Context: an optimization exercise on an open-source flow, tuned for small area and a short achievable clock period. The choices shown serve that exercise and are no tape-out recipe.
In this exercise RTL edits were held to simulation tests only and were not proved equivalent to the original.
No activity file was given, so power comes from the tool's default toggle rates.

[flow/config.mk]
export PLATFORM = sky130hd
export DESIGN_NAME = dram_addr_map
export DESIGN_NICKNAME = dram_addr_map
export VERILOG_FILES = /design/flow/design.v
export SDC_FILE = /design/flow/constraint.sdc
export NUM_CORES = 4
export LEC_CHECK = 0
export ABC_AREA = 1
export CAP_MARGIN = 20
export CORE_MARGIN = 2
export CORE_UTILIZATION = 60
export CTS_CLUSTER_DIAMETER = 100
export CTS_CLUSTER_SIZE = 27
export SLEW_MARGIN = 20
[flow/constraint.sdc]
create_clock -name core_clock -period 22.0 [get_ports {clk}]
set_input_delay 4.4000 -clock core_clock [delete_from_list [all_inputs] [get_ports {clk}]]
set_output_delay 4.4000 -clock core_clock [all_outputs]
set_load 0.01 [all_outputs]
[flow/design.v]
module dram_addr_map (
    input  wire        clk,
    input  wire        rst,             
    input  wire [1:0]  cfg_bays,        
    input  wire [1:0]  cfg_first_quad,  
    input  wire [15:0] cfg_chan_mask,   
    input  wire [9:0]  cfg_cap_gib,     
    input  wire [2:0]  cfg_log2_nr,     
    input  wire        in_valid,
    input  wire [42:0] in_pa,
    output reg         out_valid,
    output reg  [3:0]  out_bay,
    output reg  [15:0] out_set,
    output reg  [20:0] out_tag,
    output reg         out_edge,
    output reg  [1:0]  out_slot,
    output reg  [3:0]  out_chan,
    output reg  [32:0] out_line,
    output reg         out_sub,
    output reg  [10:0] out_col,
    output reg  [2:0]  out_bg,
    output reg  [1:0]  out_bank,
    output reg  [3:0]  out_rank,
    output reg  [19:0] out_row
);
    function [2:0] add3(input [2:0] a, input [2:0] b);
        begin
            add3[0] = (a[0] & b[0]) | (a[1] & b[2]) | (a[2] & b[1]);
            add3[1] = (a[0] & b[1]) | (a[1] & b[0]) | (a[2] & b[2]);
            add3[2] = (a[0] & b[2]) | (a[1] & b[1]) | (a[2] & b[0]);
        end
    endfunction
    function ge10(input [9:0] a, input [9:0] b);
        reg [15:0] g, e;
        integer i, l;
        begin
            for (i = 0; i < 16; i = i + 1) begin
                g[i] = (i < 10) ? (a[i] & ~b[i]) : 1'b0;
                e[i] = (i < 10) ? ~(a[i] ^ b[i]) : 1'b1;
            end
            for (l = 1; l < 16; l = l * 2)
                for (i = 0; i < 16; i = i + 2 * l) begin
                    g[i] = g[i + l] | (e[i + l] & g[i]);
                    e[i] = e[i + l] & e[i];
                end
            ge10 = g[0] | e[0];
        end
    endfunction
    function [15:0] t_logic(input [6:0] x);
        reg [3:0] i;
        reg [1:0] p, f;
        reg       sb;
        reg [6:0] ms2;
        begin
            i[0] = (x == 7'd2) | (x == 7'd3) | (x == 7'd6) | (x == 7'd7) | (x == 7'd10) | (x == 7'd11) | (x == 7'd14) | (x == 7'd15) | (x == 7'd18) | (x == 7'd19) | (x == 7'd22) | (x == 7'd23) | (x == 7'd34) | (x == 7'd35) | (x == 7'd38) | (x == 7'd39) | (x == 7'd42) | (x == 7'd43) | (x == 7'd46) | (x == 7'd47) | (x == 7'd50) | (x == 7'd51) | (x == 7'd54) | (x == 7'd55) | (x == 7'd72) | (x == 7'd73) | (x == 7'd74) | (x == 7'd75) | (x == 7'd76) | (x == 7'd77) | (x == 7'd78) | (x == 7'd79) | (x == 7'd104) | (x == 7'd105) | (x == 7'd106) | (x == 7'd107) | (x == 7'd108) | (x == 7'd109) | (x == 7'd110) | (x == 7'd111);
            i[1] = (x == 7'd4) | (x == 7'd5) | (x == 7'd6) | (x == 7'd7) | (x == 7'd12) | (x == 7'd13) | (x == 7'd14) | (x == 7'd15) | (x == 7'd20) | (x == 7'd21) | (x == 7'd22) | (x == 7'd23) | (x == 7'd40) | (x == 7'd41) | (x == 7'd42) | (x == 7'd43) | (x == 7'd44) | (x == 7'd45) | (x == 7'd46) | (x == 7'd47) | (x == 7'd80) | (x == 7'd81) | (x == 7'd82) | (x == 7'd83) | (x == 7'd84) | (x == 7'd85) | (x == 7'd86) | (x == 7'd87) | (x == 7'd112) | (x == 7'd113) | (x == 7'd114) | (x == 7'd115) | (x == 7'd116) | (x == 7'd117) | (x == 7'd118) | (x == 7'd119);
            i[2] = (x == 7'd8) | (x == 7'd9) | (x == 7'd10) | (x == 7'd11) | (x == 7'd12) | (x == 7'd13) | (x == 7'd14) | (x == 7'd15) | (x == 7'd48) | (x == 7'd49) | (x == 7'd50) | (x == 7'd51) | (x == 7'd52) | (x == 7'd53) | (x == 7'd54) | (x == 7'd55);
            i[3] = (x == 7'd16) | (x == 7'd17) | (x == 7'd18) | (x == 7'd19) | (x == 7'd20) | (x == 7'd21) | (x == 7'd22) | (x == 7'd23);
            p[0] = (x == 7'd6) | (x == 7'd7) | (x == 7'd8) | (x == 7'd9) | (x == 7'd10) | (x == 7'd11) | (x == 7'd18) | (x == 7'd19) | (x == 7'd20) | (x == 7'd21) | (x == 7'd22) | (x == 7'd23) | (x == 7'd42) | (x == 7'd43) | (x == 7'd46) | (x == 7'd47) | (x == 7'd48) | (x == 7'd49) | (x == 7'd50) | (x == 7'd51) | (x == 7'd52) | (x == 7'd53) | (x == 7'd54) | (x == 7'd55);
            p[1] = (x == 7'd12) | (x == 7'd13) | (x == 7'd14) | (x == 7'd15) | (x == 7'd16) | (x == 7'd17) | (x == 7'd18) | (x == 7'd19) | (x == 7'd20) | (x == 7'd21) | (x == 7'd22) | (x == 7'd23);
            sb = (x == 7'd1) | (x == 7'd3) | (x == 7'd5) | (x == 7'd7) | (x == 7'd33) | (x == 7'd35) | (x == 7'd37) | (x == 7'd39) | (x == 7'd65) | (x == 7'd67) | (x == 7'd69) | (x == 7'd71) | (x == 7'd97) | (x == 7'd99) | (x == 7'd101) | (x == 7'd103);
            f[0] = (x == 7'd2) | (x == 7'd3) | (x == 7'd8) | (x == 7'd11) | (x == 7'd14) | (x == 7'd15) | (x == 7'd20) | (x == 7'd21) | (x == 7'd33) | (x == 7'd34) | (x == 7'd37) | (x == 7'd38) | (x == 7'd48) | (x == 7'd49) | (x == 7'd52) | (x == 7'd53) | (x == 7'd72) | (x == 7'd74) | (x == 7'd76) | (x == 7'd78) | (x == 7'd81) | (x == 7'd83) | (x == 7'd85) | (x == 7'd87) | (x == 7'd104) | (x == 7'd106) | (x == 7'd108) | (x == 7'd110) | (x == 7'd113) | (x == 7'd115) | (x == 7'd117) | (x == 7'd119);
            f[1] = (x == 7'd4) | (x == 7'd5) | (x == 7'd7) | (x == 7'd10) | (x == 7'd16) | (x == 7'd17) | (x == 7'd22) | (x == 7'd23) | (x == 7'd35) | (x == 7'd39) | (x == 7'd40) | (x == 7'd44) | (x == 7'd50) | (x == 7'd51) | (x == 7'd54) | (x == 7'd55) | (x == 7'd65) | (x == 7'd67) | (x == 7'd69) | (x == 7'd71) | (x == 7'd80) | (x == 7'd82) | (x == 7'd84) | (x == 7'd86) | (x == 7'd97) | (x == 7'd99) | (x == 7'd101) | (x == 7'd103) | (x == 7'd112) | (x == 7'd114) | (x == 7'd116) | (x == 7'd118);
            ms2[0] = (x == 7'd2) | (x == 7'd3) | (x == 7'd10) | (x == 7'd11) | (x == 7'd12) | (x == 7'd15) | (x == 7'd17) | (x == 7'd19) | (x == 7'd20) | (x == 7'd23);
            ms2[1] = (x == 7'd1) | (x == 7'd3) | (x == 7'd4) | (x == 7'd12) | (x == 7'd18) | (x == 7'd19) | (x == 7'd20) | (x == 7'd33) | (x == 7'd34) | (x == 7'd37) | (x == 7'd38) | (x == 7'd40) | (x == 7'd42) | (x == 7'd44) | (x == 7'd46) | (x == 7'd48) | (x == 7'd51) | (x == 7'd52) | (x == 7'd55);
            ms2[2] = (x == 7'd1) | (x == 7'd3) | (x == 7'd12) | (x == 7'd18) | (x == 7'd19) | (x == 7'd20) | (x == 7'd33) | (x == 7'd37) | (x == 7'd42) | (x == 7'd46) | (x == 7'd48) | (x == 7'd52);
            ms2[3] = (x == 7'd1) | (x == 7'd3) | (x == 7'd12) | (x == 7'd18) | (x == 7'd19) | (x == 7'd20) | (x == 7'd33) | (x == 7'd37) | (x == 7'd42) | (x == 7'd46) | (x == 7'd48) | (x == 7'd52);
            ms2[4] = (x == 7'd1) | (x == 7'd3) | (x == 7'd12) | (x == 7'd18) | (x == 7'd19) | (x == 7'd20) | (x == 7'd33) | (x == 7'd37) | (x == 7'd42) | (x == 7'd46) | (x == 7'd48) | (x == 7'd52);
            ms2[5] = (x == 7'd1) | (x == 7'd3) | (x == 7'd12) | (x == 7'd18) | (x == 7'd19) | (x == 7'd20) | (x == 7'd33) | (x == 7'd37) | (x == 7'd42) | (x == 7'd46) | (x == 7'd48) | (x == 7'd52);
            ms2[6] = (x == 7'd1) | (x == 7'd3) | (x == 7'd12) | (x == 7'd18) | (x == 7'd19) | (x == 7'd20) | (x == 7'd33) | (x == 7'd37) | (x == 7'd42) | (x == 7'd46) | (x == 7'd48) | (x == 7'd52);
            t_logic = {i, p, sb, f, ms2};
        end
    endfunction
    function [1:0] carry5(input [4:0] pl, input [15:0] tl);
        reg [7:0] g, e;
        integer   i, l;
        begin
            for (i = 0; i < 8; i = i + 1) begin
                g[i] = (i < 5) ? (pl[i] & tl[i]) : 1'b0;
                e[i] = (i < 5) ? (pl[i] ^ tl[i]) : 1'b1;
            end
            for (l = 1; l < 8; l = l * 2)
                for (i = 0; i < 8; i = i + 2 * l) begin
                    g[i] = g[i + l] | (e[i + l] & g[i]);
                    e[i] = e[i + l] & e[i];
                end
            carry5 = {g[0] & ~tl[6], ~g[0] & tl[6]};
        end
    endfunction
    reg        v0;
    reg [36:0] pp0;
    reg [1:0]  q0;
    reg        hi0;
    reg        c_lm0, c_lm1, c_lm2;    
    reg [1:0]  c_fq;
    reg [9:0]  c_cap;
    reg [2:0]  c_lg;
    reg [4:1]  c_nh;     
    wire [3:0] fmask = cfg_chan_mask[4*cfg_first_quad +: 4];
    always @(posedge clk) begin
        if (rst) v0 <= 1'b0;
        else     v0 <= in_valid;
        pp0    <= cfg_bays[1] ? in_pa[42:6] :
                  (cfg_bays[0] ? {1'b0, in_pa[42:7]} : {2'b00, in_pa[42:8]});
        q0     <= in_pa[7:6] ^ in_pa[15:14] ^ in_pa[23:22] ^ in_pa[31:30] ^ in_pa[39:38];
        hi0    <= |in_pa[42:32];
        c_lm0  <= (cfg_bays == 2'd0);
        c_lm1  <= (cfg_bays == 2'd1);
        c_lm2  <= cfg_bays[1];           
        c_fq   <= cfg_first_quad;
        c_cap  <= cfg_cap_gib;
        c_lg   <= cfg_log2_nr;
        c_nh[1] <= (fmask == 4'd1) | (fmask == 4'd2) | (fmask == 4'd4) | (fmask == 4'd8);
        c_nh[2] <= (fmask == 4'd3) | (fmask == 4'd5) | (fmask == 4'd6) | (fmask == 4'd9) |
                   (fmask == 4'd10) | (fmask == 4'd12);
        c_nh[3] <= (fmask == 4'd7) | (fmask == 4'd11) | (fmask == 4'd13) | (fmask == 4'd14);
        c_nh[4] <= (fmask == 4'd15);
    end
    wire lm0 = c_lm0;                  
    wire lm1 = c_lm1;                  
    wire lm2 = c_lm2;                  
    wire [1:0] c_bays = {lm2, lm1};    
    wire [37:0] pp = {1'b0, pp0};
    wire [1:0]  q  = q0;
    wire        hi = hi0;
    wire [1:0]  r  = lm2 ? pp[1:0] : lm1 ? {1'b0, pp[0]} : 2'b00;
    reg [2:0]  pf [0:18];    
    reg [2:0]  rem;
    reg [1:0]  dg;
    reg [37:0] dq;           
    integer k, l;
    always @(*) begin
        for (k = 0; k < 19; k = k + 1) begin
            dg = pp[2*(18-k) +: 2];
            pf[k] = {dg == 2'd2, dg == 2'd1, dg == 2'd0 || dg == 2'd3};
        end
        for (l = 1; l < 32; l = l * 2)
            for (k = 2*l - 1; k < 19; k = k + 2*l)
                pf[k] = add3(pf[k], pf[k - l]);
        for (l = 8; l >= 1; l = l / 2)
            for (k = 3*l - 1; k < 19; k = k + 2*l)
                pf[k] = add3(pf[k], pf[k - l]);
        for (k = 0; k < 19; k = k + 1) begin
            rem = (k == 18) ? 3'b001 : pf[17-k];
            dg  = pp[2*k +: 2];
            dq[2*k+1] = rem[2] | (rem[1] & dg[1]);
            dq[2*k]   = (rem[0] & dg[1] & dg[0]) | (rem[1] & ~dg[1]) | (rem[2] & (dg[1] | dg[0]));
        end
    end
    wire [2:0] t_p1 = add3({pf[17][1], pf[17][2], pf[17][0]}, {1'b0, pp[1], ~pp[1]});
    wire [2:0] th = lm2 ? pf[17] : lm1 ? t_p1 : pf[18];
    wire [1:0] t  = {th[2], th[1]};
    wire [35:0] st = {dq[35:2], lm2 ? pp[1] : dq[1], (lm1 | lm2) ? pp[0] : dq[0]};
    wire [15:0] tl = t_logic({c_bays, t, q, hi});
    wire [3:0]  i_idx = tl[15:12];
    wire [1:0]  p     = tl[11:10];
    wire        sb    = tl[9];
    wire [1:0]  f     = tl[8:7];
    wire [6:0]  ms2   = tl[6:0];
    wire [1:0] cc0 = carry5(pp[4:0], t_logic({c_bays, 2'd0, q, hi}));
    wire [1:0] cc1 = carry5(pp[4:0], t_logic({c_bays, 2'd1, q, hi}));
    wire [1:0] cc2 = carry5(pp[4:0], t_logic({c_bays, 2'd2, q, hi}));
    wire [1:0] cc  = ({2{th[0]}} & cc0) | ({2{th[1]}} & cc1) | ({2{th[2]}} & cc2);
    wire       cp  = cc[1];
    wire       cn  = cc[0];
    reg [36:5] v;
    reg [36:22] vz;                    
    integer    bi;
    always @(*) begin
        v = pp[36:5];
        for (bi = 22; bi < 37; bi = bi + 1) begin
            vz[bi] = ~|(pp[36:22] & ~({15{1'b1}} << (bi - 22)) &
                        ({15{1'b1}} << (lm2 ? 2 : lm1 ? 1 : 0)));
            if (bi >= 24 || (bi == 23 && ~lm2) || (bi == 22 && lm0))
                v[bi] = pp[bi] ^ (hi & vz[bi]);
        end
    end
    reg [36:5] z_hi;
    reg [36:5] v_ones, v_zeros;        
    integer    zi;
    always @(*) begin
        v_ones[5]  = 1'b1;
        v_zeros[5] = 1'b1;
        for (zi = 6; zi < 37; zi = zi + 1) begin
            v_ones[zi]  = v_ones[zi-1] & v[zi-1];
            v_zeros[zi] = v_zeros[zi-1] & ~v[zi-1];
        end
        for (zi = 5; zi < 37; zi = zi + 1)
            z_hi[zi] = v[zi] ^ (cp & v_ones[zi]) ^ (cn & v_zeros[zi]);
    end
    reg        v1;
    reg [3:0]  b1_i;
    reg [1:0]  b1_p;
    reg [3:0]  b1_mask;
    reg        b1_hk0, b1_hk1, b1_hk2;    
    reg        b1_sb;
    reg [1:0]  b1_f;
    reg [4:0]  b1_pl;
    reg [4:0]  b1_ms2;
    reg [35:0] b1_st;
    reg [36:5] b1_zh;
    always @(posedge clk) begin
        if (rst) v1 <= 1'b0;
        else     v1 <= v0;
        b1_i    <= i_idx;
        b1_p    <= p;
        b1_mask <= cfg_chan_mask[4*(c_fq + p) +: 4];    
        b1_hk0  <= hi & lm0;
        b1_hk1  <= hi & lm1;
        b1_hk2  <= hi & lm2;
        b1_sb   <= sb;
        b1_f    <= f;
        b1_pl   <= pp[4:0];
        b1_ms2  <= ms2[4:0];
        b1_st   <= st;
        b1_zh   <= z_hi;
    end
    wire [3:0] bay  = 4'd3 * {2'b00, c_fq} + b1_i;
    wire [1:0] quad = c_fq + b1_p;
    wire [3:0] mask = b1_mask;
    wire [1:0] b1_r = lm2 ? b1_st[1:0] : lm1 ? {1'b0, b1_st[0]} : 2'b00;
    wire [3:0] h  = (lm2 ? {b1_f, 2'b00} : lm1 ? {1'b0, b1_f, 1'b0} : {2'b00, b1_f}) | {2'b00, b1_r};
    reg  [1:0] hd, hm;
    always @(*) begin
        hd = (h >= 4'd9) ? 2'd3 : (h >= 4'd6) ? 2'd2 : (h >= 4'd3) ? 2'd1 : 2'd0;
        hm = h - 4'd3 * {2'b00, hd};
    end
    reg [33:0] es;
    reg [33:0] ga, pa_, aa, yy;
    integer    ei, el;
    always @(*) begin
        for (ei = 0; ei < 34; ei = ei + 1) begin
            if (ei == 0) begin
                aa[ei] = b1_st[0] | ~lm0;
                yy[ei] = lm0 & ~b1_hk0;
            end else if (ei == 1) begin
                aa[ei] = b1_st[1] | lm2;
                yy[ei] = lm0 | (lm1 & ~b1_hk1);
            end else begin
                aa[ei] = b1_st[ei];
                yy[ei] = ~((ei % 2 == 0) ? ((b1_hk0 & ei <= 20) | (b1_hk2 & ei <= 22))
                                         : (b1_hk1 & ei <= 21));
            end
            ga[ei]  = aa[ei] & yy[ei];
            pa_[ei] = aa[ei] ^ yy[ei];
        end
        ga[0] = ga[0] | (pa_[0] & ~b1_sb);
        for (el = 1; el < 34; el = el * 2)
            for (ei = 33; ei >= 0; ei = ei - 1)
                if ((ei / el) % 2 == 1) begin
                    ga[ei]  = ga[ei] | (pa_[ei] & ga[(ei / el) * el - 1]);
                    pa_[ei] = pa_[ei] & pa_[(ei / el) * el - 1];
                end
        es[0] = lm0 ? (aa[0] ^ yy[0] ^ ~b1_sb) : hd[0];
        es[1] = lm2 ? hd[1] : (aa[1] ^ yy[1] ^ ga[0]);
        for (ei = 2; ei < 34; ei = ei + 1)
            es[ei] = aa[ei] ^ yy[ei] ^ ga[ei - 1];
    end
    wire [36:0] z = {b1_zh, b1_pl + b1_ms2};
    wire        n2 = c_nh[2];
    wire        n3 = c_nh[3];
    wire        n4 = c_nh[4];
    wire [33:0] x34 = n3 ? es[33:0] : n4 ? z[35:2] : n2 ? z[34:1] : z[33:0];
    wire [32:0] x = x34[32:0];
    wire        in_edge = ge10(x34[33:24], c_cap);
    wire [1:0]  zmod = n3 ? hm : n4 ? z[1:0] : n2 ? {1'b0, z[0]} : 2'd0;
    wire [5:0] em = {zmod, mask};
    wire [1:0] cpos_z, cpos_0;
    assign cpos_z[0] = (em == 6'd2) | (em == 6'd6) | (em == 6'd8) | (em == 6'd10) | (em == 6'd14) | (em == 6'd19) | (em == 6'd23) | (em == 6'd25) | (em == 6'd26) | (em == 6'd27) | (em == 6'd28) | (em == 6'd31) | (em == 6'd43) | (em == 6'd45) | (em == 6'd46) | (em == 6'd63);
    assign cpos_z[1] = (em == 6'd4) | (em == 6'd8) | (em == 6'd12) | (em == 6'd21) | (em == 6'd22) | (em == 6'd25) | (em == 6'd26) | (em == 6'd28) | (em == 6'd29) | (em == 6'd30) | (em == 6'd39) | (em == 6'd43) | (em == 6'd45) | (em == 6'd46) | (em == 6'd47) | (em == 6'd63);
    assign cpos_0[0] = (mask == 4'd2) | (mask == 4'd6) | (mask == 4'd8) | (mask == 4'd10) | (mask == 4'd14);
    assign cpos_0[1] = (mask == 4'd4) | (mask == 4'd8) | (mask == 4'd12);
    wire [1:0] cpos = in_edge ? cpos_0 : cpos_z;
    wire [19:0] xh   = x[32:13];
    wire [19:0] row  = xh >> c_lg;
    wire [19:0] rank = xh & ~(20'hFFFFF << c_lg);
    always @(posedge clk) begin
        if (rst) out_valid <= 1'b0;
        else     out_valid <= v1;
        out_bay  <= bay;
        out_set  <= b1_st[15:0];
        out_tag  <= {1'b0, b1_st[35:16]};
        out_edge <= in_edge;
        out_slot <= z[1:0];
        out_chan <= {quad, cpos};
        out_line <= x;
        out_sub  <= x[0];
        out_col  <= {x[10:6], x[2:1], 4'b0000};
        out_bg   <= x[5:3] ^ row[2:0];
        out_bank <= x[12:11] ^ row[4:3];
        out_rank <= rank[3:0];
        out_row  <= row;
    end
endmodule
[flow/flow/run.sh]
#!/bin/bash
# Standard layout, with plain buf_2 cells as the port buffers (the default
# choice is a slow delay buffer), and timing repair aimed at a 16.5 ns setup
# margin on the design's clock (the SDC is unchanged).
set -euo pipefail
export BUFFER_PORTS_ARGS="-buffer_cell sky130_fd_sc_hd__buf_2"
export SETUP_SLACK_MARGIN=16.5
bash standard.sh > standard.log 2>&1
[flow/standard.sh]
#!/bin/bash
# synth_recipe.tcl (not shown) runs the flow's synth.tcl, then flattens the netlist and writes it again
# the make line also repeats each setting of config.mk as NAME=value (left out here)
make -C /OpenROAD-flow-scripts/flow DESIGN_CONFIG=/design/flow/config.mk WORK_HOME=/design/flow/orfs CLKGATE_MAP_FILE= SYNTH_SCRIPT=/design/flow/synth_recipe.tcl "${@:-finish}"
==> flow_metrics.env, run 1 <==
export IMPL_slowest_delay_ns=0.42
export IMPL_status="no timing/DRC/antenna violations"
export IMPL_worst_setup_path_type="reg -> out"
export IMPL_htreeDepth=1
export IMPL_seq_area_um2=5293
export IMPL_hpwl_mm=33.21
export IMPL_path_cells="buf_2"
export IMPL_fp_dieW_um=166.2
export IMPL_synthArstFlopShare=0
export IMPL_grt_max_degree=42
export IMPL_wl_mm=42.70
export IMPL_gp_congestion=0.9346
export IMPL_tightest_slew_ns=0.8151
export IMPL_core_um2=25910
export IMPL_synthDistinctLibCells=59
export IMPL_clockBufferDepth=3
export IMPL_avgSynthCellArea_um2=7.029
export IMPL_holdBufCountCts=0
export IMPL_dp_cells=2712
export IMPL_dr_pass1_iters=6
export IMPL_worstHoldStart="b1_st[35]$_DFF_P_"
export IMPL_end_kind="output pin"
export IMPL_multi_input_area_um2=9060
export IMPL_dieArea_um2=27620
export IMPL_finalHoldViolCount=0
export IMPL_ir_drop_mv=0.09967
export IMPL_rows=59
export IMPL_rr_startpoint="c_lm0$_DFF_P_"
export IMPL_syn_area_um2=15790
export IMPL_grt_total_usage=0.3019
export IMPL_max_freq_mhz=182.5
export IMPL_post_drt_via_cell_ratio=5.593
export IMPL_maxSlewViolCount=0
export IMPL_stdcell_count=2735
export IMPL_cp_buffers_inverters=1
export IMPL_setup_viol=0
export IMPL_place_ws_ns=15.76
export IMPL_vias=15297
export IMPL_drive_above_1_share=0.1200
export IMPL_antennaDiodeCount=0
export IMPL_worst_hold_path_type="reg -> reg"
export IMPL_worst_setup_path_start_kind="register"
export IMPL_port_buffers=190
export IMPL_clkTransAtPathRegs_ns=0.10
export IMPL_initialDrtViolationCount=1506
export IMPL_clock_sinks=264
export IMPL_ys_flop_type="dfxtp_1"
export IMPL_final_antenna_net_count=0
export IMPL_synthToLayoutAreaGrowth_pct=10.38
export IMPL_maxCapViolCount=0
export IMPL_worstPathArrival_ns=1.08
export IMPL_initial_core_util=0.6093
export IMPL_startpoint="out_tag[6]$_DFF_P_"
export IMPL_ys_ff_latch=264
export IMPL_pin_count=202
export IMPL_cp_slowest_cell="dfxtp_1"
export IMPL_root_buffer="clkbuf_16"
export IMPL_final_nets=2598
export IMPL_yosys_warnings=2
export IMPL_die_h_um=166.2
export IMPL_yosysSeqAreaShare=0.3348
export IMPL_final_setup_skew_ns=0.01344
export IMPL_power_mw=1.772
export IMPL_cp_top_family="flip-flops"
export IMPL_fin_crit_sh=0.2490
export IMPL_tns_ns=0
export IMPL_setup_ws_ns=16.52
export IMPL_slew_limit_headroom=0.4566
export IMPL_wl_per_cell_um=15.61
export IMPL_rsz0062_at_grt="true"
export IMPL_antenna_found_initial=0
export IMPL_synth_edf_count=0
export IMPL_fillers=2289
export IMPL_drc=0
export IMPL_clk_latency_ns=0.49
export IMPL_power_density_nw_per_um2=101.7
export IMPL_cts_buffers=14
export IMPL_grt_pass1_vias=14047
export IMPL_grt_pass1_wl_mm=69.93
export IMPL_grt_remaining_overflow=0
export IMPL_cp_max_fo=1
export IMPL_crit_required_ns=17.60
export IMPL_post_route_min_period_ns=5.478
export IMPL_p_leak_nw=8.948
export IMPL_synth_cells=2246
export IMPL_cts_tree="yes"
==> flip-flops by register name (all words and copies together), names as in the netlist, 3 cells and up <==
name,flops
c_cap,10
b1_pl,5
out_bay,4
b1_st,36
out_line,33
out_set,16
b1_i,4
out_tag,20
out_bg,3
c_nh,3
out_row,20
out_chan,4
b1_ms2,3
b1_mask,4
out_rank,4
c_lg,3
pp0,37
b1_zh,31
==> stage by stage <==
| stage | instance area [µm²] | hold slack, ns | util |
|---|---|---|---|
| after CTS | 17340 | 0.3434 | 0.6690 |
| after global routing | 17430 | 0.3513 | 0.6725 |
| after floorplan | 15800 | 0.3096 | - |
| after detailed placement | 16870 | 0.3164 | 0.6510 |
| final | 17430 | 0.3413 | 0.6725 |
| after global placement | 16870 | 0.3121 | 0.6510 |
==> cells by family after synthesis <==
| group | Yosys count | synth area share |
|---|---|---|
| xor+xnor | 66 | 0.03757 |
| buf+inv | 377 | 0.09566 |
| simple gates | 1092 | 0.3021 |
| compound gates | 324 | 0.1282 |
| fa+ha+maj | 122 | 0.1015 |
| other cells | 1 | 0.0002375 |
| flops | 264 | 0.3348 |
==> cell type report <==
| type | count | share of cell area |
|---|---|---|
| Multi-Input combinational cell | 1609 | 0.5199 |
| Sequential cell | 264 | 0.3037 |
| Inverter | 307 | 0.06635 |
| Timing Repair Buffer | 200 | 0.05888 |
| Tap cell | 335 | 0.02405 |
| Clock buffer | 15 | 0.02154 |
| Clock inverter | 4 | 0.005098 |
| Timing Repair inverter | 1 | 0.0004308 |
==> synthesized netlist by cell type, drive strengths merged (2+ instances only) <==
cell     instances  area share
a21o             5      0.0024
a21oi           68       0.022
a221oi           6      0.0033
a22oi           33       0.016
a31oi            3      0.0012
a32oi            2      0.0011
and2             2     0.00079
buf             30       0.013
clkbuf          40      0.0095
clkinv           5      0.0012
dfxtp          264        0.33
fa              10       0.013
ha             112       0.089
inv            302       0.072
nand2          647        0.16
nand3          224       0.078
nand3b           5      0.0024
nand4           27       0.012
nor2           150       0.039
nor3            20      0.0070
nor4             8      0.0040
o2111ai          3      0.0017
o211ai          29       0.014
o21a             6      0.0029
o21ai          110       0.035
o221ai          27       0.015
o22ai           19      0.0075
o31ai            4      0.0019
o32ai            2      0.0011
or2              7      0.0028
xnor2           27       0.015
xor2            39       0.023
==> worst paths after layout <==
check                         to  slack [ns]  cells after the start
max                   out_tag[6]       16.52                      1
min          out_tag[19]$_DFF_P_        0.34                      0
min reg2reg  out_tag[19]$_DFF_P_        0.34                      0
max reg2reg  out_chan[0]$_DFF_P_       16.86                     27
==> report_power, final <==
group | internal (mW) | switching (mW)
Clock | 0.150 | 0.158
Combinational | 0.275 | 0.501
Sequential | 0.607 | 0.0814
==> repair_timing <==
item	CTS	global route
cloned	0	1
gates resized for setup	1	19
pin swaps	0	1
endpoints found under the hold margin	0	0
setup buffers	0	3
endpoints found under the setup margin	29	36
==> routing by layer <==
metal  GRT usage  wire length [µm]  part of all wire
met3     0.04218              3505             0.082
met4     0.07561              1105             0.026
met1      0.4211             19160              0.45
met2      0.4950             18930              0.44
met5           0                 0                 0
==> cell usage in the layout, fill, tap and decap left out, types with 8 or more instances in the layout <==
cell type	Yosys	layout
nand3_4	3	8
fa_1	10	10
o221ai_1	27	27
o211ai_1	29	29
inv_1	299	298
nor3_1	18	18
nand3_2	15	10
xnor2_1	27	27
a21oi_1	68	68
dfxtp_1	264	258
xor2_1	37	37
o22ai_1	19	19
nor2_1	137	134
nand3_1	206	206
nand2_1	641	641
a22oi_1	33	33
clkbuf_16	0	15
nand4_1	24	24
nor2_2	10	12
buf_2	4	190
o21ai_0	105	102
ha_1	112	112
buf_4	14	10
==> inputs of run 2 (changes only) <==
==> flow/flow/run.sh (replaced) <==
#!/bin/bash
# Standard layout, with plain buf_2 cells as the port buffers (the default
# choice is a slow delay buffer), and timing repair aimed at a 16.3 ns setup
# margin on the design's clock (the SDC is unchanged).
set -euo pipefail
export BUFFER_PORTS_ARGS="-buffer_cell sky130_fd_sc_hd__buf_2"
export SETUP_SLACK_MARGIN=16.3
bash standard.sh > standard.log 2>&1
--- a/flow/config.mk
+++ b/flow/config.mk
@@ -10,3 +10,3 @@
 export CORE_MARGIN = 2
-export CORE_UTILIZATION = 60
+export CORE_UTILIZATION = 40
 export CTS_CLUSTER_DIAMETER = 100
==> run 2 against run 1 <==
Compared with the run above: critical path depth rose by 3; sequential share of layout area fell by 0.28 points; core utilization fell by 22 points; wire length rose by 5.3%; final cell count rose by 6.7%; combinational power barely moved; hold slack improved by 0.0018 ns; clock skew rose by 0.016 ns.
==> flow_metrics.env, run 2 <==
export IMPL_worst_hold_path_type="reg -> reg"
export IMPL_grt_remaining_overflow=0
export IMPL_drive_above_1_share=0.1192
export IMPL_dp_cells=2895
export IMPL_end_kind="register"
export IMPL_avgSynthCellArea_um2=7.029
export IMPL_dieArea_um2=41070
export IMPL_seq_area_um2=5293
export IMPL_maxSlewViolCount=0
export IMPL_fp_dieW_um=202.7
export IMPL_synthTopCellsByArea="dfxtp_1, nand2_1, ha_1"
export IMPL_cts_buffers=15
export IMPL_cp_max_fo=32
export IMPL_antennaDiodeCount=0
export IMPL_r2r_end="out_chan[0]$_DFF_P_"
export IMPL_rows=72
export IMPL_fillers=3922
export IMPL_ys_ff_latch=264
export IMPL_port_buffers=190
export IMPL_initial_core_util=0.4066
export IMPL_ir_drop_mv=0.04466
export IMPL_path_cells="buf_2, nor2_2, inv_1, o21ai_0"
export IMPL_grt_max_degree=42
export IMPL_htreeDepth=1
export IMPL_post_drt_via_cell_ratio=5.157
export IMPL_final_antenna_net_count=0
export IMPL_crit_end="pp0[16]$_DFF_P_"
export IMPL_slew_limit_headroom=0.3312
export IMPL_status="no timing/DRC/antenna violations"
export IMPL_clock_sinks=264
export IMPL_worstPathArrival_ns=5.89
export IMPL_worstHoldStart="b1_st[35]$_DFF_P_"
export IMPL_clkTransAtPathRegs_ns=0.09
export IMPL_final_setup_skew_ns=0.02955
export IMPL_largest_register_ffs=37
export IMPL_antenna_found_initial=0
export IMPL_vias=15044
export IMPL_ff2ff_setup_slack_ns=16.73
export IMPL_wl_mm=44.96
export IMPL_startpoint="cfg_bays[1]"
export IMPL_synth_top_cell_area_share=0.3348
export IMPL_max_freq_mhz=180.5
export IMPL_hpwl_mm=35.92
export IMPL_yosysSeqAreaShare=0.3348
export IMPL_grt_pass1_wl_mm=71.68
export IMPL_maxCapViolCount=0
export IMPL_initialDrtViolationCount=1327
export IMPL_synthToLayoutAreaGrowth_pct=11.42
export IMPL_clk_latency_ns=0.51
export IMPL_tightest_slew_ns=1.000
export IMPL_synth_edf_count=0
export IMPL_final_nets=2596
export IMPL_final_cell_mix="nand2_1, inv_1, dfxtp_1, nand3_1, buf_2"
export IMPL_reg_largest_list="pp0 (37), b1_st (36), out_line (33)"
export IMPL_yosys_warnings=2
export IMPL_rsz0062_at_grt="false"
export IMPL_drc=0
export IMPL_cts_tree="yes"
export IMPL_yosys_area_top_type="dfxtp_1"
export IMPL_worst_setup_path_type="in -> reg"
export IMPL_dr_pass1_iters=6
export IMPL_worst_setup_path_start_kind="primary input"
export IMPL_r2r_worst_path_cells=27
export IMPL_power_density_nw_per_um2=100.2
export IMPL_slowest_delay_ns=0.57
export IMPL_tns_ns=0
export IMPL_fin_crit_sh=0.2518
export IMPL_synth_cells=2246
export IMPL_synthArstFlopShare=0
export IMPL_holdBufCountCts=0
export IMPL_die_h_um=202.7
export IMPL_p_leak_nw=8.930
export IMPL_wl_per_cell_um=15.41
export IMPL_pin_count=202
export IMPL_final_common_cell="nand2_1"
export IMPL_ys_flop_type="dfxtp_1"
export IMPL_multi_input_area_um2=9037
export IMPL_grt_total_usage=0.2143
export IMPL_netlist_top_cells_count="nand2_1, inv_1, dfxtp_1, nand3_1, nor2_1"
export IMPL_setup_viol=0
export IMPL_core_um2=38830
export IMPL_crit_required_ns=22.35
export IMPL_post_route_min_period_ns=5.541
export IMPL_clockBufferDepth=3
export IMPL_gp_congestion=0.8989
export IMPL_synthDistinctLibCells=59
export IMPL_grt_pass1_vias=13669
export IMPL_top_register="pp0"
export IMPL_cp_slowest_cell="inv_1"
export IMPL_root_buffer="clkbuf_16"
export IMPL_synth_most_common_cell="nand2_1"
export IMPL_stdcell_count=2917
export IMPL_rr_startpoint="c_lm0$_DFF_P_"
export IMPL_syn_area_um2=15790
export IMPL_finalHoldViolCount=0
-- run 2: cell families (layout without fill, tap and decap cells) --
| logic type | after synthesis | in the layout | synth area share |
|---|---|---|---|
| buffers and inverters | 377 | 526 | 0.09566 |
| other | 1 | 5 | 0.0002375 |
| XOR/XNOR | 66 | 66 | 0.03757 |
| adder cells (fa/ha/maj) | 122 | 122 | 0.1015 |
| AO/OA/AOI/OAI | 324 | 324 | 0.1282 |
| flip-flops | 264 | 264 | 0.3348 |
| AND/OR/NAND/NOR | 1092 | 1092 | 0.3021 |
-- run 2: routing by layer --
layer / vias up / global-route usage / wire [µm]
met5: - / 0 / 0
met4: 0 / 0.04797 / 798
met3: 53 / 0.02536 / 2977
met2: 534 / 0.3390 / 19240
met1: 6851 / 0.3118 / 21950
li1: 7606 / - / -
-- run 2: repair_timing --
| item | CTS | global route |
|---|---|---|
| setup buffers | 0 | 1 |
| endpoints found under the hold margin | 0 | 0 |
| cloned | 0 | 0 |
| pin swaps | 0 | 1 |
| resized for setup | 1 | 12 |
| endpoints found under the setup margin | 2 | 7 |
-- run 2: per-stage QoR --
step / total power, mW / area (µm²) / utilization / hold slack [ns] / worst slack (ns)
floorplan: 1.210 / 15800 / - / 0.3096 / 16.55
global placement: 1.453 / 17100 / 0.4404 / 0.3157 / 15.75
detailed placement: 1.467 / 17100 / 0.4404 / 0.3201 / 15.71
CTS: 1.770 / 17550 / 0.4520 / 0.3462 / 16.49
global route: 1.899 / 17590 / 0.4530 / 0.3613 / 16.30
finish: 1.762 / 17590 / 0.4530 / 0.3431 / 16.46
-- run 2: worst min path at each step --
| stage | endpoint | slack (ns) | cells after the start |
|---|---|---|---|
| 3_5_place_dp | out_tag[19]$_DFF_P_ | 0.32 | 0 |
| 4_1_cts | out_tag[19]$_DFF_P_ | 0.35 | 0 |
| 6_report | out_tag[19]$_DFF_P_ | 0.34 | 0 |
| 3_3_place_gp | out_tag[19]$_DFF_P_ | 0.32 | 0 |
| 5_1_grt | out_tag[19]$_DFF_P_ | 0.36 | 0 |
| 2_1_floorplan | out_tag[18]$_DFF_P_ | 0.31 | 0 |
-- run 2: area by class of cell --
type,count,share of cell area
Clock inverter,6,0.004126
Multi-Input combinational cell,1609,0.5138
Tap cell,518,0.03685
Timing Repair Buffer,198,0.05748
Inverter,307,0.06551
Sequential cell,264,0.3009
Clock buffer,15,0.02134
-- run 2: where the power goes --
group / internal, mW / switching [mW]
Clock: 0.131 / 0.167
Combinational: 0.272 / 0.501
Sequential: 0.607 / 0.0846
-- run 2: worst max-delay path, delay by kind of cell --
family,cells,cell delay [ns]
AND/OR/NAND/NOR,1,0.22
buffers and inverters,2,1.03
AO/OA/AOI/OAI,1,0.23
==> inputs of run 3 (changes only) <==
==> flow/flow/run.sh (replaced) <==
#!/bin/bash
# Standard layout, with plain buf_1 cells as the port buffers (the default
# choice is a slow delay buffer), and timing repair aimed at a 16.5 ns setup
# margin on the design's clock (the SDC is unchanged).
set -euo pipefail
export BUFFER_PORTS_ARGS="-buffer_cell sky130_fd_sc_hd__buf_1"
export SETUP_SLACK_MARGIN=16.5
bash standard.sh > standard.log 2>&1
==> run 3 against run 2 <==
Compared with the run above: still clean; non-clock buffer count up 7; final cell count increased by 0.31%; design area decreased by 0.55%.
==> flow_metrics.env, run 3 <==
export IMPL_status="no timing/DRC/antenna violations"
export IMPL_synthToLayoutAreaGrowth_pct=10.81
export IMPL_rsz0062_at_grt="true"
export IMPL_wl_per_cell_um=15.28
export IMPL_cp_max_fo=2
export IMPL_p_clk_frac=0.176
export IMPL_yosysSeqAreaShare=0.3348
export IMPL_port_buffers=190
export IMPL_crit_required_ns=17.60
export IMPL_fin_crit_sh=0.2479
export IMPL_holdWs_ns=0.3434
export IMPL_core_um2=38830
export IMPL_r2r_worst_path_cells=31
export IMPL_ir_drop_mv=0.05870
export IMPL_antennaDiodeCount=0
export IMPL_root_buffer="clkbuf_16"
export IMPL_maxCapViolCount=0
export IMPL_dp_cells=2897
export IMPL_path_cells="buf_1"
export IMPL_final_antenna_net_count=0
export IMPL_worst_hold_path_type="reg -> reg"
export IMPL_worst_setup_path_type="reg -> out"
export IMPL_synth_cells=2246
export IMPL_setup_viol=0
export IMPL_fp_dieW_um=202.7
export IMPL_post_route_min_period_ns=5.453
export IMPL_netlist_top_cells_count="nand2_1, inv_1, dfxtp_1, nand3_1, nor2_1"
export IMPL_end_kind="output pin"
export IMPL_reg_largest_list="pp0 (37), b1_st (36), out_line (33)"
export IMPL_syn_area_um2=15790
export IMPL_die_h_um=202.7
export IMPL_finalHoldViolCount=0
export IMPL_switchingPower_mw=0.7591
export IMPL_swShare=0.4299
export IMPL_stdcell_area_um2=17490
export IMPL_final_common_cell="nand2_1"
export IMPL_clk_latency_ns=0.51
export IMPL_worstPathArrival_ns=1.05
export IMPL_drive_above_1_share=0.04610
export IMPL_final_setup_skew_ns=0.01546
export IMPL_cts_tree="yes"
export IMPL_synthTopCellsByArea="dfxtp_1, nand2_1, ha_1"
export IMPL_tns_ns=0
export IMPL_avgSynthCellArea_um2=7.029
export IMPL_cp_top_family="flip-flops"
export IMPL_rows=72
export IMPL_grt_total_usage=0.2138
export IMPL_grt_pass1_wl_mm=71.90
export IMPL_max_freq_mhz=183.4
export IMPL_dr_pass1_iters=6
export IMPL_final_cell_mix="nand2_1, inv_1, dfxtp_1, nand3_1, buf_1"
export IMPL_holdBufCountCts=0
export IMPL_synth_top_cell_area_share=0.3348
export IMPL_tightest_slew_ns=0.8443
export IMPL_initialDrtViolationCount=1414
export IMPL_p_leak_nw=8.413
export IMPL_grt_max_degree=42
export IMPL_intPower_mw=1.007
export IMPL_initial_core_util=0.4066
export IMPL_maxSlewViolCount=0
export IMPL_drc=0
export IMPL_antenna_found_initial=1
export IMPL_synthDistinctLibCells=59
export IMPL_ys_ff_latch=264
export IMPL_htreeDepth=1
export IMPL_slew_limit_headroom=0.4372
export IMPL_cp_slowest_cell="dfxtp_1"
export IMPL_min_path_cells=0
export IMPL_top_register="pp0"
export IMPL_wl_mm=44.70
export IMPL_stdcell_count=2926
export IMPL_largest_register_ffs=37
export IMPL_cts_buffers=15
export IMPL_dieArea_um2=41070
export IMPL_clkTransAtPathRegs_ns=0.10
export IMPL_synth_most_common_cell="nand2_1"
export IMPL_gp_congestion=0.9118
export IMPL_combPwrFrac=0.433
export IMPL_p_seq_frac=0.391
export IMPL_cp_buffers_inverters=1
export IMPL_yosys_warnings=2
export IMPL_power_mw=1.766
export IMPL_critical_path_depth=1
export IMPL_power_density_nw_per_um2=100.9
export IMPL_dpl_cell_area_um2=16870
export IMPL_yosys_area_top_type="dfxtp_1"
export IMPL_pin_count=202
export IMPL_slowest_delay_ns=0.38
export IMPL_grt_remaining_overflow=0
export IMPL_hpwl_mm=35.74
export IMPL_synth_edf_count=0
export IMPL_ys_flop_type="dfxtp_1"
export IMPL_grt_pass1_vias=13678
export IMPL_final_nets=2604
export IMPL_clockBufferDepth=3
export IMPL_clock_sinks=264
export IMPL_vias=15018
export IMPL_post_drt_via_cell_ratio=5.133
export IMPL_fillers=4014
export IMPL_synthArstFlopShare=0
export IMPL_worst_setup_path_start_kind="register"
==> run 3: cell counts after synthesis <==
No cell type changed its count.
==> run 3: metal layers <==
metal,track usage,vias up,share of wire
met5,0,-,0
met4,0.05162,0,0.020
met3,0.02279,57,0.059
met2,0.3295,506,0.42
met1,0.3182,6839,0.50
li1,-,7616,-
==> run 3: final cells by class <==
class                      count  area, µm²  area share
timing repair buffer         205      827.0     0.04728
timing repair inverter         1      7.507   0.0004292
sequential                   264       5299      0.3029
tap                          518      648.1     0.03705
inverter                     307       1156     0.06609
multi-input combinational   1609       9075      0.5188
clock buffer                  15      375.4     0.02146
clock inverter                 7      105.1    0.006008
==> run 3: repair_timing <==
| action | 4_1_cts | 5_1_grt |
|---|---|---|
| buffers inserted | 0 | 6 |
| setup endpoints to repair | 29 | 43 |
| pin swaps | 0 | 2 |
| resized for setup | 2 | 24 |
| gates cloned | 0 | 1 |
==> run 3: cells by family (layout without fill, tap and decap cells) <==
group                    after synthesis  after routing  synth area share
AO/OA/AOI/OAI                        324            324            0.1282
XOR/XNOR                              66             66           0.03757
adder cells (fa/ha/maj)              122            122            0.1015
flip-flops                           264            264            0.3348
buffers and inverters                377            535           0.09566
AND/OR/NAND/NOR                     1092           1092            0.3021
other                                  1              5         0.0002375
==> run 3: final timing paths <==
check | end | slack (ns) | startpoint
worst min-delay path | out_tag[19]$_DFF_P_ | 0.34 | b1_st[35]$_DFF_P_
worst max register to register | out_chan[0]$_DFF_P_ | 16.96 | c_lm0$_DFF_P_
worst min register to register | out_tag[19]$_DFF_P_ | 0.34 | b1_st[35]$_DFF_P_
worst max-delay path | out_col[4] | 16.55 | out_line[1]$_DFF_P_
==> run 3: power groups by stage <==
| stage | clock network [mW] | registers (mW) | logic [mW] |
|---|---|---|---|
| finish | 0.310 | 0.690 | 0.765 |
| detailed placement | 0 | 0.703 | 0.745 |
| floorplan | 0 | 0.704 | 0.506 |
| CTS | 0.321 | 0.692 | 0.749 |
| global route | 0.339 | 0.705 | 0.866 |
| global placement | 0 | 0.702 | 0.733 |
==> run 3: through the flow <==
step / setup WS, ns / utilization
detailed placement: 15.79 / 0.4346
global placement: 15.78 / 0.4346
finish: 16.55 / 0.4505
global route: 16.50 / 0.4505
floorplan: 16.55 / -
CTS: 16.46 / 0.4472
==> inputs of run 4 (changes only) <==
--- a/flow/config.mk
+++ b/flow/config.mk
@@ -7,3 +7,3 @@
 export LEC_CHECK = 0
-export ABC_AREA = 1
+export ABC_AREA = 0
 export CAP_MARGIN = 20
==> run 4 against run 3 <==
Compared with the run above: still clean on timing, DRC and antenna; sequential power rose by 3.9%; via count shrank 9.3%; non-clock buffer count rose by 65; critical path depth up 32; sequential share of layout area shrank 1.0 points; register-to-register slack got worse by 0.41 ns; clock-buffer cell count grew 3; critical endpoint is now out_chan[1]$_DFF_P_; largest cell class unchanged; largest power group unchanged.
==> flow_metrics.env, run 4 <==
export IMPL_intPower_mw=1.136
export IMPL_synth_compound_area_share=0.2032
export IMPL_reg_largest_list="pp0 (37), b1_st (36), out_line (33)"
export IMPL_pin_count=202
export IMPL_synthSimpleGateAreaFrac=0.1580
export IMPL_yosysSeqAreaShare=0.3390
export IMPL_initial_core_util=0.4044
export IMPL_synth_most_common_cell="dfxtp_1"
export IMPL_min_path_cells=0
export IMPL_initialDrtViolationCount=999
export IMPL_cts_buffers=14
export IMPL_final_setup_skew_ns=0.01794
export IMPL_worstPathArrival_ns=5.85
export IMPL_final_antenna_net_count=0
export IMPL_grt_remaining_overflow=0
export IMPL_synth_cells=1810
export IMPL_worst_setup_path_type="reg -> reg"
export IMPL_clock_sinks=264
export IMPL_post_drt_via_cell_ratio=5.374
export IMPL_combPwrFrac=0.470
export IMPL_dieArea_um2=40570
export IMPL_die_h_um=201.4
export IMPL_tightest_slew_ns=1.036
export IMPL_yosys_area_top_type="dfxtp_1"
export IMPL_dp_cells=2447
export IMPL_finalHoldViolCount=0
export IMPL_final_nets=2213
export IMPL_maxCapViolCount=0
export IMPL_ir_drop_mv=0.04553
export IMPL_yosys_warnings=2
export IMPL_clockBufferDepth=3
export IMPL_vias=13628
export IMPL_rr_startpoint="c_lm0$_DFF_P_"
export IMPL_grt_max_degree=77
export IMPL_cp_slowest_cell="dfxtp_4"
export IMPL_syn_area_um2=15590
export IMPL_rows=72
export IMPL_synth_adder_area_share=0.1034
export IMPL_swShare=0.4052
export IMPL_grt_pass1_vias=12329
export IMPL_cp_max_fo=5
export IMPL_synth_xor_area_frac=0.04887
export IMPL_ys_flop_type="dfxtp_1"
export IMPL_cts_tree="yes"
export IMPL_synthDistinctLibCells=79
export IMPL_ff2ff_setup_slack_ns=16.55
export IMPL_path_common_cell="a21oi_2"
export IMPL_p_clk_frac=0.154
export IMPL_power_density_nw_per_um2=104.1
export IMPL_end_kind="register"
export IMPL_wl_per_cell_um=16.67
export IMPL_r2r_worst_path_cells=33
export IMPL_core_um2=38560
export IMPL_status="no timing/DRC/antenna violations"
export IMPL_slowest_delay_ns=0.40
export IMPL_switchingPower_mw=0.7738
export IMPL_rsz0062_at_grt="true"
export IMPL_antenna_found_initial=0
export IMPL_top_register="pp0"
export IMPL_wl_mm=42.27
export IMPL_hpwl_mm=32.37
export IMPL_clk_latency_ns=0.50
export IMPL_p_seq_frac=0.375
export IMPL_synth_top_cell_area_share=0.3390
export IMPL_max_freq_mhz=183.6
export IMPL_fp_dieW_um=201.4
export IMPL_synthTopCellsByArea="dfxtp_1, ha_1, mux2i_1"
export IMPL_crit_required_ns=22.41
export IMPL_port_buffers=190
export IMPL_p_leak_nw=7.579
export IMPL_worst_setup_path_start_kind="register"
export IMPL_clkTransAtPathRegs_ns=0.10
export IMPL_synth_top_family_by_area="compound AO/OA/AOI/OAI gates"
export IMPL_largest_register_ffs=37
export IMPL_tns_ns=0
export IMPL_holdBufCountCts=0
export IMPL_avgSynthCellArea_um2=8.614
export IMPL_grt_pass1_wl_mm=65.98
export IMPL_holdWs_ns=0.3386
export IMPL_setup_viol=0
export IMPL_worst_hold_path_type="reg -> reg"
export IMPL_synthMuxAreaShare=0.09437
export IMPL_drive_above_1_share=0.1358
export IMPL_stdcell_count=2536
export IMPL_fin_crit_sh=0.2475
export IMPL_ys_ff_latch=264
export IMPL_hold_path_end="out_tag[18]$_DFF_P_"
export IMPL_root_buffer="clkbuf_16"
export IMPL_post_route_min_period_ns=5.445
export IMPL_drc=0
export IMPL_synthArstFlopShare=0
export IMPL_netlist_top_cells_count="dfxtp_1, nand2_1, nor2_1, o21ai_0, ha_1"
export IMPL_maxSlewViolCount=0
export IMPL_synth_edf_count=0
export IMPL_htreeDepth=1
export IMPL_grt_total_usage=0.1973
export IMPL_gp_congestion=0.8716
export IMPL_worstHoldStart="b1_st[34]$_DFF_P_"
export IMPL_r2r_end="out_chan[1]$_DFF_P_"
export IMPL_final_cell_mix="dfxtp_1, buf_1, nand2_1, nor2_1, o21ai_0"
export IMPL_dr_pass1_iters=8
export IMPL_synthToLayoutAreaGrowth_pct=17.62
export IMPL_slew_limit_headroom=0.3094
export IMPL_final_common_cell="dfxtp_1"
export IMPL_power_mw=1.910
export IMPL_antennaDiodeCount=0
## run 4: how the worst max path moves through the flow
stage	from	endpoint	slack [ns]
6_report	c_lm0$_DFF_P_	out_chan[1]$_DFF_P_	16.55
5_1_grt	c_lm0$_DFF_P_	out_chan[1]$_DFF_P_	16.29
4_1_cts	c_lm0$_DFF_P_	out_chan[1]$_DFF_P_	16.46
3_5_place_dp	b1_hk2$_DFF_P_	out_chan[1]$_DFF_P_	15.30
3_3_place_gp	b1_hk2$_DFF_P_	out_chan[1]$_DFF_P_	15.36
2_1_floorplan	pp0[28]$_DFF_P_	b1_mask[0]$_DFF_P_	16.50
## run 4: power by group through the flow
stage	clock network, mW	registers, mW	logic [mW]
finish	0.295	0.717	0.898
global route	0.320	0.734	0.990
global placement	0	0.723	0.766
CTS	0.306	0.719	0.833
detailed placement	0	0.726	0.781
floorplan	0	0.722	0.553
## run 4: cell type report
cell class | instances | area, µm²
tap | 518 | 648.1
clock buffer | 18 | 386.6
sequential | 264 | 5371
timing repair buffer | 270 | 1338
clock inverter | 4 | 60.06
multi-input combinational | 1348 | 10080
inverter | 114 | 451.7
fill | 3799 | 20220
## run 4: kinds of logic after synthesis
| logic type | count (synthesis) |
|---|---|
| compound gates | 474 |
| xor+xnor | 87 |
| fa+ha+maj | 123 |
| buf+inv | 203 |
| flops | 264 |
| mux | 131 |
| other cells | 1 |
| simple gates | 527 |
## run 4: repair_timing
action / CTS / global route
setup buffers: 28 / 36
cloned: 1 / 2
resized for setup: 64 / 94
pin swaps: 34 / 29
endpoints found under the hold margin: 0 / 0
endpoints found under the setup margin: 38 / 35
## run 4: through the flow
stage / setup slack (ns) / utilization / instance area, µm²
global placement: 15.36 / 0.4335 / 16720
CTS: 16.46 / 0.4569 / 17620
global route: 16.29 / 0.4756 / 18340
floorplan: 16.50 / - / 15670
finish: 16.55 / 0.4756 / 18340
detailed placement: 15.30 / 0.4335 / 16720
## run 4: per-layer routing
metal  routed length, µm  global-route usage  vias up
met2               17900              0.2996      403
met3                2296             0.02268       34
met5                   0                   0        -
li1                    -                   -     6863
met1               21290              0.3000     6328
met4                 784             0.03913        0
## run 4: critical path: cells and delay by family, from the launching register on
kind | cells | cell delay [ns]
fa+ha+maj | 3 | 0.81
flops | 1 | 0.40
buf+inv | 3 | 0.35
simple gates | 8 | 0.88
compound gates | 19 | 2.90
==> inputs of run 5 (changes only) <==
--- a/flow/design.v
+++ b/flow/design.v
@@ -95,3 +95,2 @@
     reg [1:0]  c_fq;
-    reg [9:0]  c_cap;
     reg [2:0]  c_lg;
@@ -110,3 +109,2 @@
         c_fq   <= cfg_first_quad;
-        c_cap  <= cfg_cap_gib;
         c_lg   <= cfg_log2_nr;
@@ -264,3 +262,3 @@
     wire [32:0] x = x34[32:0];
-    wire        in_edge = ge10(x34[33:24], c_cap);
+    wire        in_edge = ge10(x34[33:24], cfg_cap_gib);
     wire [1:0]  zmod = n3 ? hm : n4 ? z[1:0] : n2 ? {1'b0, z[0]} : 2'd0;
--- a/flow/config.mk
+++ b/flow/config.mk
@@ -7,3 +7,3 @@
 export LEC_CHECK = 0
-export ABC_AREA = 0
+export ABC_AREA = 1
 export CAP_MARGIN = 20
==> run 5 against run 4 <==
Compared with the run above: critical path depth fell by 32; final cell count is 18% higher; die area increased by 1.4%; clock-buffer cell count is the same; non-clock buffer count is 60 lower; clock skew up 0.022 ns.
==> flow_metrics.env, run 5 <==
export IMPL_drc=0
export IMPL_synth_edf_count=0
export IMPL_grtUsageMet2=0.3274
export IMPL_combPwrFrac=0.447
export IMPL_fillers=3939
export IMPL_synthDistinctLibCells=53
export IMPL_top_usage_layer="met1"
export IMPL_wl_mm=45.88
export IMPL_yosys_area_top_type="dfxtp_1"
export IMPL_p_leak_nw=8.675
export IMPL_setup_viol=0
export IMPL_htreeDepth=1
export IMPL_wl_per_cell_um=15.29
export IMPL_largest_register_ffs=37
export IMPL_final_antenna_net_count=0
export IMPL_clkTransAtPathRegs_ns=0.09
export IMPL_initialDrtViolationCount=1157
export IMPL_stdcell_count=3001
export IMPL_synthArstFlopShare=0
export IMPL_synthTopCellsByArea="dfxtp_1, nand2_1, ha_1"
export IMPL_final_setup_skew_ns=0.03957
export IMPL_finalHoldViolCount=0
export IMPL_hpwl_mm=36.10
export IMPL_ys_ff_latch=254
export IMPL_grt_max_degree=39
export IMPL_fin_crit_sh=0.2487
export IMPL_synth_most_common_cell="nand2_1"
export IMPL_post_drt_via_cell_ratio=5.115
export IMPL_worstPathArrival_ns=1.07
export IMPL_tns_ns=0
export IMPL_post_route_min_period_ns=5.471
export IMPL_yosysSeqAreaShare=0.3215
export IMPL_cp_slowest_cell="dfxtp_2"
export IMPL_clock_sinks=254
export IMPL_gp_congestion=0.9012
export IMPL_grt_pass1_wl_mm=73.40
export IMPL_rows=72
export IMPL_pin_count=202
export IMPL_root_buffer="clkbuf_16"
export IMPL_grt_remaining_overflow=0
export IMPL_use_met1=0.3300
export IMPL_maxCapViolCount=0
export IMPL_status="no timing/DRC/antenna violations"
export IMPL_cts_tree="yes"
export IMPL_antenna_found_initial=1
export IMPL_vias=15349
export IMPL_synth_cells=2311
export IMPL_swShare=0.4385
export IMPL_clk_latency_ns=0.54
export IMPL_antennaDiodeCount=0
export IMPL_path_cells="buf_1"
export IMPL_cp_buffers_inverters=1
export IMPL_p_seq_frac=0.371
export IMPL_maxSlewViolCount=0
export IMPL_grt_pass1_vias=13824
export IMPL_max_freq_mhz=182.8
export IMPL_final_common_cell="nand2_1"
export IMPL_intPower_mw=1.020
export IMPL_slew_limit_headroom=0.3340
export IMPL_drive_above_1_share=0.06081
export IMPL_tightest_slew_ns=0.9865
export IMPL_ir_drop_mv=0.04244
export IMPL_end_kind="output pin"
export IMPL_worst_hold_path_type="reg -> reg"
export IMPL_met3_usage=0.02729
export IMPL_ys_flop_type="dfxtp_1"
export IMPL_dp_cells=2967
export IMPL_syn_area_um2=15820
export IMPL_synthToLayoutAreaGrowth_pct=12.46
export IMPL_cp_max_fo=1
export IMPL_power_density_nw_per_um2=102.1
export IMPL_synth_top_cell_area_share=0.3215
export IMPL_netlist_top_cells_count="nand2_1, inv_1, dfxtp_1, nand3_1, nor2_1"
export IMPL_crit_required_ns=17.60
export IMPL_die_h_um=202.8
export IMPL_p_clk_frac=0.182
export IMPL_final_nets=2678
export IMPL_fp_dieW_um=202.8
export IMPL_cts_buffers=16
export IMPL_top_register="pp0"
export IMPL_fin_util=0.4581
export IMPL_port_buffers=190
export IMPL_clockBufferDepth=3
export IMPL_avgSynthCellArea_um2=6.843
export IMPL_slowest_delay_ns=0.38
export IMPL_final_cell_mix="nand2_1, inv_1, dfxtp_1, nand3_1, buf_1"
export IMPL_rsz0062_at_grt="true"
export IMPL_switchingPower_mw=0.7966
export IMPL_reg_largest_list="pp0 (37), b1_st (36), out_line (33)"
export IMPL_worst_setup_path_start_kind="register"
export IMPL_dr_pass1_iters=8
export IMPL_core_um2=38830
export IMPL_yosys_warnings=2
export IMPL_worst_setup_path_type="reg -> out"
export IMPL_cp_top_family="flip-flops"
export IMPL_dieArea_um2=41140
export IMPL_initial_core_util=0.4073
export IMPL_grt_total_usage=0.2184
[run 5: final cells by class]
class	instances	area [µm²]	area share
Multi-Input combinational cell	1657	9313	0.5236
Sequential cell	254	5106	0.2871
Clock buffer	18	429.2	0.02413
Timing Repair inverter	1	7.507	0.0004221
Timing Repair Buffer	210	882.1	0.04960
Clock inverter	6	117.6	0.006613
Tap cell	518	648.1	0.03644
Inverter	337	1282	0.07211
[run 5: cell families after synthesis]
| family | Yosys count | synth area share |
|---|---|---|
| and+or+nand+nor | 1127 | 0.3036 |
| buffers and inverters | 404 | 0.1029 |
| AOI/OAI and AO/OA | 334 | 0.1322 |
| DFF | 254 | 0.3215 |
| adders and majority gates | 122 | 0.1013 |
| xor gates and xnor gates | 69 | 0.03821 |
| other | 1 | 0.0002371 |
[run 5: worst paths after layout]
| check | startpoint | cells after the start | endpoint | slack (ns) |
|---|---|---|---|---|
| setup / recovery | out_set[4]$_DFF_P_ | 1 | out_set[4] | 16.53 |
| hold / removal | b1_st[35]$_DFF_P_ | 0 | out_tag[19]$_DFF_P_ | 0.34 |
| setup reg to reg | pp0[27]$_DFF_P_ | 30 | b1_mask[2]$_DFF_P_ | 16.87 |
| hold reg to reg | b1_st[35]$_DFF_P_ | 0 | out_tag[19]$_DFF_P_ | 0.34 |
[run 5: through the flow]
step	hold WS, ns	power [mW]	setup slack, ns	instance area, µm²
2_1_floorplan	0.3096	1.219	16.48	15900
3_3_place_gp	0.3201	1.450	15.77	16980
6_report	0.3435	1.817	16.53	17790
3_5_place_dp	0.3190	1.464	15.64	16980
4_1_cts	0.3476	1.803	16.40	17560
5_1_grt	0.3577	1.964	16.47	17790
[run 5: timing repair]
item | in CTS | in global routing
hold endpoints to repair | 0 | 0
resized for setup | 13 | 48
hold buffers | 0 | 0
pin swaps | 0 | 3
cloned | 1 | 0
setup endpoints to repair | 42 | 44
setup buffers | 0 | 9
[run 5: routing by layer]
| metal | up-vias | part of all wire |
|---|---|---|
| li1 | 7803 | - |
| met1 | 6950 | 0.50 |
| met2 | 540 | 0.41 |
| met3 | 56 | 0.066 |
| met4 | 0 | 0.021 |
| met5 | - | 0 |
[run 5: power groups by stage]
stage	sequential (mW)	combinational [mW]	clock, mW
finish	0.674	0.811	0.331
global route	0.688	0.916	0.360
CTS	0.674	0.785	0.343
detailed placement	0.685	0.780	0
global placement	0.684	0.766	0
floorplan	0.691	0.527	0

-- port drivers added, routing unchanged --
Ports are ideal in the flow. The routed layouts listed here were re-timed in OpenROAD.
Step 1 (the two cells are an assumption about what drives the block):
set clk [get_ports {clk}]
set_driving_cell -lib_cell sky130_fd_sc_hd__clkbuf_16 $clk
set_driving_cell -lib_cell sky130_fd_sc_hd__buf_2 [delete_from_list [all_inputs] $clk]
Step 2 times the ports against the registers' clock, not the clock port: input delays grow and output delays shrink by t, the midpoint of the rising clock arrivals with the driver on.
Three values: ideal ports, drivers, drivers and shift; two values: the first two.
run	t (ns)	setup WS [ns]	clock arrival spread, ns	worst slew at a driven data input, ns
run 1	0.540	16.522 / 16.470 / 16.170	0.019 / 0.019	0.04
run 2	0.550	16.459 / 16.490 / 15.940	0.031 / 0.031	0.04
run 3	0.554	16.547 / 16.493 / 16.187	0.016 / 0.016	0.04
run 4	0.549	16.555 / 16.504 / 16.209	0.022 / 0.022	0.05
run 5	0.571	16.529 / 16.474 / 16.123	0.054 / 0.055	0.05
After both steps every run listed still meets setup and hold. For run 2, which loses most, drivers alone change the setup slack by +0.031 ns; drivers and shift together by -0.519 ns.
